Source: an optimization exercise on an open RTL-to-GDS flow (aim: small area and a short achievable clock period). Production flows keep margins and buffers that such runs may drop.
Only simulation tests tie the RTL to the original design; equivalence was not proved.
Power is estimated from default activity; no workload was simulated.

## run A
==> flow/design.v <==
module cvt_narrow (
    input  wire [2:0]  rm,
    input  wire        neg,
    input  wire        n0,
    input  wire [15:0] f,
    input  wire        sticky,
    input  wire [15:0] g,
    output wire        up
);
    wire low     = (f[14:0] != 15'd0) || sticky;
    wire inexact = f[15] || low;
    wire [15:0] g0 = f & g, p0 = f | g;
    wire [7:0]  g1, p1;
    wire [3:0]  g2, p2;
    wire [1:0]  g3, p3;
    genvar i;
    generate
        for (i = 0; i < 8; i = i + 1) begin : l1
            assign g1[i] = g0[2*i+1] | (p0[2*i+1] & g0[2*i]);
            assign p1[i] = p0[2*i+1] & p0[2*i];
        end
        for (i = 0; i < 4; i = i + 1) begin : l2
            assign g2[i] = g1[2*i+1] | (p1[2*i+1] & g1[2*i]);
            assign p2[i] = p1[2*i+1] & p1[2*i];
        end
        for (i = 0; i < 2; i = i + 1) begin : l3
            assign g3[i] = g2[2*i+1] | (p2[2*i+1] & g2[2*i]);
            assign p3[i] = p2[2*i+1] & p2[2*i];
        end
    endgenerate
    wire sr_up = g3[1] | (p3[1] & g3[0]);
    assign up = rm[2] ? sr_up :
                rm[1] ? (inexact && (rm[0] ^ neg)) :
                        (!rm[0] && f[15] && (low || n0));
endmodule
module cvt_lane (
    input  wire        clk,
    input  wire [31:0] x,
    input  wire [15:0] g,
    input  wire [2:0]  fmt,       
    input  wire        denorm,
    input  wire [2:0]  rm_q,      
    output reg  [15:0] res,
    output reg         ovf,
    output reg         flushed,
    output reg         nan_lost
);
    wire [7:0]  e1 = x[30:23];
    wire        e1_zero = (e1 == 8'h00);
    wire a_e2 = fmt[2];
    wire a_bf = !fmt[2] && (fmt[1:0] == 2'd0);
    wire a_fp = !fmt[2] && (fmt[1:0] == 2'd1);
    wire a_e4 = !fmt[2] && (fmt[1:0] == 2'd2);
    wire a_e5 = !fmt[2] && (fmt[1:0] == 2'd3);
    wire a_keep = denorm || a_e2;                    
    wire lo_fp = (e1 < 8'd113);                      
    wire lo_e4 = (e1 < 8'd121);
    wire lo_e2 = (e1 < 8'd127);
    wire sb_fp = a_keep && a_fp && lo_fp;
    wire sb_e5 = a_keep && a_e5 && lo_fp;
    wire sb_e4 = a_keep && a_e4 && lo_e4;
    wire sb_e2 = a_e2 && lo_e2;
    wire shsub = sb_fp || sb_e5 || sb_e4 || sb_e2;
    wire [4:0] d_fp = 5'd17 - e1[4:0];
    wire [4:0] d_e5 = 5'd25 - e1[4:0];
    wire [4:0] d_e4 = 5'd0  - e1[4:0];
    wire [4:0] d_e2 = 5'd8  - e1[4:0];
    wire [4:0] tsel = ({5{sb_fp}} & d_fp) | ({5{sb_e5}} & d_e5) |
                      ({5{sb_e4}} & d_e4) | ({5{sb_e2}} & d_e2) |
                      ({5{a_bf}} & 5'd3) |
                      ({5{a_e5 && !sb_e5}} & 5'd8) |
                      ({5{a_e4 && !sb_e4}} & 5'd7) |
                      ({5{a_e2 && !sb_e2}} & 5'd9);
    wire       tbig = (sb_fp && (e1 < 8'd82)) || (sb_e5 && (e1 < 8'd90)) ||
                      (sb_e4 && (e1 < 8'd97)) || (sb_e2 && (e1 < 8'd105));
    reg        s;
    reg [7:0]  e;
    reg [23:0] sig;
    reg [4:0]  t;
    reg        tsat, sub;
    reg [15:0] gq;
    reg        f_bf, f_fp, f_e4, f_e5, dn;
    always @(posedge clk) begin
        f_bf     <= a_bf;
        f_fp     <= a_fp;
        f_e4     <= a_e4;
        f_e5     <= a_e5;
        dn       <= denorm;
    end
    wire       f_e2     = !(f_bf || f_fp || f_e4 || f_e5);
    wire       keep_sub = dn || f_e2;
    always @(posedge clk) begin
        s    <= x[31];
        e    <= e1;
        sig  <= {!e1_zero, x[22:0]};
        t    <= tsel;
        tsat <= tbig;
        sub  <= shsub || e1_zero;
        gq   <= g;
    end
    wire [2:0]  rm = rm_q;
    wire [22:0] m  = sig[22:0];
    wire [7:0]  ee = e;
    wire e_zero  = !sig[23];
    wire e_ones  = (e == 8'hFF);
    wire m_zero  = (m == 23'd0);
    wire is_nan  = e_ones && !m_zero;
    wire is_inf  = e_ones && m_zero;
    wire is_zero = e_zero && m_zero;
    wire in_flush = e_zero && !m_zero && !dn;        
    wire [26:0] a0 = {sig, 3'b000};
    wire [26:0] a1 = t[0] ? {1'b0,  a0[26:1]}  : a0;
    wire [26:0] a2 = t[1] ? {2'b0,  a1[26:2]}  : a1;
    wire [26:0] a3 = t[2] ? {4'b0,  a2[26:4]}  : a2;
    wire [26:0] a4 = t[3] ? {8'b0,  a3[26:8]}  : a3;
    wire [26:0] a5 = t[4] ? {16'b0, a4[26:16]} : a4;
    wire sticky = tsat || (t[0] && a0[0]) || (t[1] && (a1[1:0] != 2'd0)) ||
                  (t[2] && (a2[3:0] != 4'd0)) || (t[3] && (a3[7:0] != 8'd0)) ||
                  (t[4] && (a4[15:0] != 16'd0));
    wire [26:0] z = tsat ? 27'd0 : a5;
    wire [10:0] n = z[26:16];
    wire [15:0] f = z[15:0];
    wire up;
    cvt_narrow u_rnd (.rm(rm), .neg(s), .n0(n[0]), .f(f), .sticky(sticky), .g(gq), .up(up));
    wire [7:0] ebf = sub ? 8'd0 :
                     f_bf ? ee :
                     (f_fp || f_e5) ? {3'd0, ~ee[4], ee[3:0]} :
                     f_e4 ? {4'd0, ~ee[3], ee[2:0]} :
                            {6'd0, ~ee[1], ee[0]};
    reg [14:0] body;
    always @* begin
        case (1'b1)
            f_bf:    body = {ebf[7:0], n[6:0]};
            f_fp:    body = {ebf[4:0], n[9:0]};
            f_e4:    body = {8'd0, ebf[3:0], n[2:0]};
            f_e5:    body = {8'd0, ebf[4:0], n[1:0]};
            default: body = {12'd0, ebf[1:0], n[0]};
        endcase
    end
    reg  [14:0] pre;                                 
    integer k;
    always @* begin
        pre[0] = 1'b1;
        for (k = 1; k < 15; k = k + 1)
            pre[k] = pre[k-1] && body[k-1];
    end
    wire [14:0] rbody = body ^ (pre & {15{up}});
    wire ones = f_bf ? pre[7] : f_fp ? pre[10] : f_e4 ? pre[3] : f_e5 ? pre[2] : pre[1];
    wire c = up && ones;
    reg ov_big, ov_edge;
    always @* begin
        case (1'b1)
            f_bf:    begin ov_big = 1'b0;          ov_edge = (ee == 8'd254) && c; end
            f_fp,
            f_e5:    begin ov_big = (ee >= 8'd143); ov_edge = (ee == 8'd142) && c; end
            f_e4:    begin ov_big = (ee >= 8'd136);
                           ov_edge = (ee == 8'd135) && ((n[2:0] == 3'd7) || ((n[2:0] == 3'd6) && up)); end
            default: begin ov_big = (ee >= 8'd130); ov_edge = (ee == 8'd129) && c; end
        endcase
    end
    wire over = !e_zero && (ov_big || ov_edge);
    reg fl_lo, fl_edge;
    always @* begin
        case (1'b1)
            f_fp, f_e5: begin fl_lo = (ee < 8'd112); fl_edge = (ee == 8'd112); end
            f_e4:       begin fl_lo = (ee < 8'd120); fl_edge = (ee == 8'd120); end
            default:    begin fl_lo = 1'b0;          fl_edge = 1'b0; end
        endcase
    end
    wire tiny_zero = keep_sub ? (sub && (n[9:0] == 10'd0) && !up)
                              : (fl_lo || (fl_edge && !c));
    wire fin     = !e_ones;
    wire over_f  = fin && over;
    wire k_zero  = is_zero || in_flush || (fin && tiny_zero);
    wire k_const = e_ones || over_f;
    wire inf_res = rm[2] || (rm[1:0] == 2'd0) || (rm[1] && (rm[0] ^ s));
    wire to_inf  = is_inf || inf_res;
    reg [14:0] cm;
    always @* begin
        case (1'b1)
            f_bf:    cm = is_nan ? 15'h7FC0 : to_inf ? 15'h7F80 : 15'h7F7F;
            f_fp:    cm = is_nan ? 15'h7E00 : to_inf ? 15'h7C00 : 15'h7BFF;
            f_e4:    cm = is_nan ? 15'h007F : 15'h007E;
            f_e5:    cm = is_nan ? 15'h007E : to_inf ? 15'h007C : 15'h007B;
            default: cm = is_nan ? 15'h0000 : 15'h0007;
        endcase
    end
    wire [14:0] mag = k_const ? cm : (rbody & {15{!k_zero}});
    wire s8 = f_e4 || f_e5;
    always @* begin
        res[15]   = s && (f_bf || f_fp);
        res[14:8] = mag[14:8];
        res[7]    = s8 ? s : mag[7];
        res[6:4]  = mag[6:4];
        res[3]    = f_e2 ? (s && !is_nan) : mag[3];
        res[2:0]  = mag[2:0];
        ovf       = is_inf || (over_f && (rm != 3'd1));
        flushed   = in_flush || (fin && !is_zero && tiny_zero);
        nan_lost  = is_nan && f_e2;
    end
endmodule
module cvtn_slice #(
    parameter LANES = 4
) (
    input  wire                 clk,
    input  wire                 rst_n,
    input  wire                 in_valid,
    input  wire [2:0]           in_fmt,
    input  wire [2:0]           in_rm,
    input  wire                 in_denorm,
    input  wire [32*LANES-1:0]  in_x,
    input  wire [16*LANES-1:0]  in_g,
    output reg                  out_valid,
    output reg  [16*LANES-1:0]  out_res,
    output reg  [LANES-1:0]     out_ovf,
    output reg  [LANES-1:0]     out_flushed,
    output reg  [LANES-1:0]     out_nan_lost
);
    reg       v_q;
    reg [2:0] rm_q;
    always @(posedge clk) begin
        if (!rst_n) v_q <= 1'b0;
        else        v_q <= in_valid;
        rm_q     <= in_rm;
    end
    wire [16*LANES-1:0] res;
    wire [LANES-1:0]    ovf, flushed, nan_lost;
    genvar l;
    generate
        for (l = 0; l < LANES; l = l + 1) begin : g_lane
            cvt_lane u_lane (
                .clk(clk),
                .x(in_x[32*l +: 32]), .g(in_g[16*l +: 16]),
                .fmt(in_fmt), .denorm(in_denorm),
                .rm_q(rm_q),
                .res(res[16*l +: 16]), .ovf(ovf[l]), .flushed(flushed[l]),
                .nan_lost(nan_lost[l]));
        end
    endgenerate
    always @(posedge clk) begin
        if (!rst_n) out_valid <= 1'b0;
        else        out_valid <= v_q;
        out_res      <= res;
        out_ovf      <= ovf;
        out_flushed  <= flushed;
        out_nan_lost <= nan_lost;
    end
endmodule
==> flow/config.mk <==
export PLATFORM = sky130hd
export DESIGN_NAME = cvtn_slice
export DESIGN_NICKNAME = cvtn_slice
export VERILOG_FILES = /design/flow/design.v
export SDC_FILE = /design/flow/constraint.sdc
export NUM_CORES = 4
export LEC_CHECK = 0
export ABC_AREA = 1
export CAP_MARGIN = 20
export CORE_MARGIN = 2
export CORE_UTILIZATION = 52
export CTS_BUF_LIST = sky130_fd_sc_hd__clkbuf_16
export CTS_CLUSTER_DIAMETER = 100
export CTS_CLUSTER_SIZE = 30
export PLACE_DENSITY = 0.68
export SETUP_SLACK_MARGIN = 5
export SLEW_MARGIN = 20
==> flow/constraint.sdc <==
create_clock -name core_clock -period 12.0 [get_ports {clk}]
set_input_delay 2.4000 -clock core_clock [delete_from_list [all_inputs] [get_ports {clk}]]
set_output_delay 2.4000 -clock core_clock [all_outputs]
set_load 0.01 [all_outputs]
standard.sh (not shown) runs the stock make flow with config.mk's settings and CLKGATE_MAP_FILE= SYNTH_SCRIPT=/design/flow/synth_recipe.tcl, a recipe that flattens the netlist after the stock synthesis.
==> flow/flow/run.sh <==
#!/bin/bash
set -euo pipefail
export BUFFER_PORTS_ARGS="-buffer_cell sky130_fd_sc_hd__buf_1"
bash standard.sh SETUP_SLACK_MARGIN=8.5 finish > standard_finish.log 2>&1
Run A went all the way through the flow, and no timing, DRC or antenna check failed.
Inputs modified between run A and run B:
Settings: CTS_BUF_LIST removed (was sky130_fd_sc_hd__clkbuf_16); PLACE_DENSITY changed from 0.68 to 0.6; CTS_CLUSTER_SIZE removed (was 30); CTS_CLUSTER_DIAMETER removed (was 100); CORE_UTILIZATION changed from 52 to 45.
Taking run A as the reference, in run B wire length of the first global-routing pass saw an increase, clock-buffer cell count saw an increase.
Cmp run B and run A / routed length on met2 / lower: run A
Run B vs. run A: area growth from synthesis to layout went up by 3.7 points.
Going from run A to run B, initial core utilization shrinks by 6.9 points.
Compared with run A, in run B pin slew with the least headroom to its limit now larger, number of antenna violations at the first check in global routing moved down, post-CTS clock slew at the launch and capture registers of the worst setup and hold paths went down 50 ps, clock network fraction of design power increased 12 points.
Relative to run A, total power has gone up in run B.
The higher number of global-route vias before repair came out of run A.
Inputs modified between run B and run C:
Settings: CTS_CLUSTER_SIZE now 30, previously not set; CTS_CLUSTER_DIAMETER now 100, previously not set; CTS_BUF_LIST now sky130_fd_sc_hd__clkbuf_16, previously not set.
Notes after the runs:
Synthesized area essentially unchanged between run C and run B. As of run C, number of buffers outside the clock class in the layout had fallen by a few percent compared to run B. Re async set-or-reset flop fraction in the synthesized netlist: no difference whatsoever between run B and run C. The timing-limited maximum frequency reported for run C is greater than that of run B by about 0.44%. Design area was lower in the run labelled run C. In run C relative to run B, final wirelength had gone down slightly. Changes observed in run C relative to run B: first-iteration DRC count moved down, total number of nets in the final design went down by 36. Taking run B as the reference, in run C internal power of the cells lost about 18%; amount of wire on met2 after detailed routing lost about 0.8%; clock buffer instance count of the final layout lost 31.

[port drivers added, routing unchanged]
No port has a modelled driver above. Below, the same layouts with a new extraction and two added sets of constraints. Step 1 assumes that a clkbuf_16 drives the clock port and a buf_2 every other input. Step 2, shift: input delay + t, output delay - t, t = (earliest + latest rising clock arrival at the registers) / 2. This alone moves slack from input paths to output paths. Slacks: ideal ports / drivers / drivers and shift; pairs: ideal ports / drivers.
run	t (ns)	setup slack, ns	hold WS [ns]	worst register clock-pin slew, ns
run A	0.597	8.511 / 8.454 / 7.903	0.417 / 0.417 / 0.417	0.12 / 0.12
run B	0.627	8.521 / 8.457 / 7.945	0.408 / 0.408 / 0.408	0.06 / 0.06
run C	0.605	8.536 / 8.475 / 7.977	0.418 / 0.418 / 0.418	0.11 / 0.11
After both steps every run listed still meets setup and hold. For run A, which loses most, drivers alone change the setup slack by -0.057 ns; drivers and shift together by -0.608 ns.
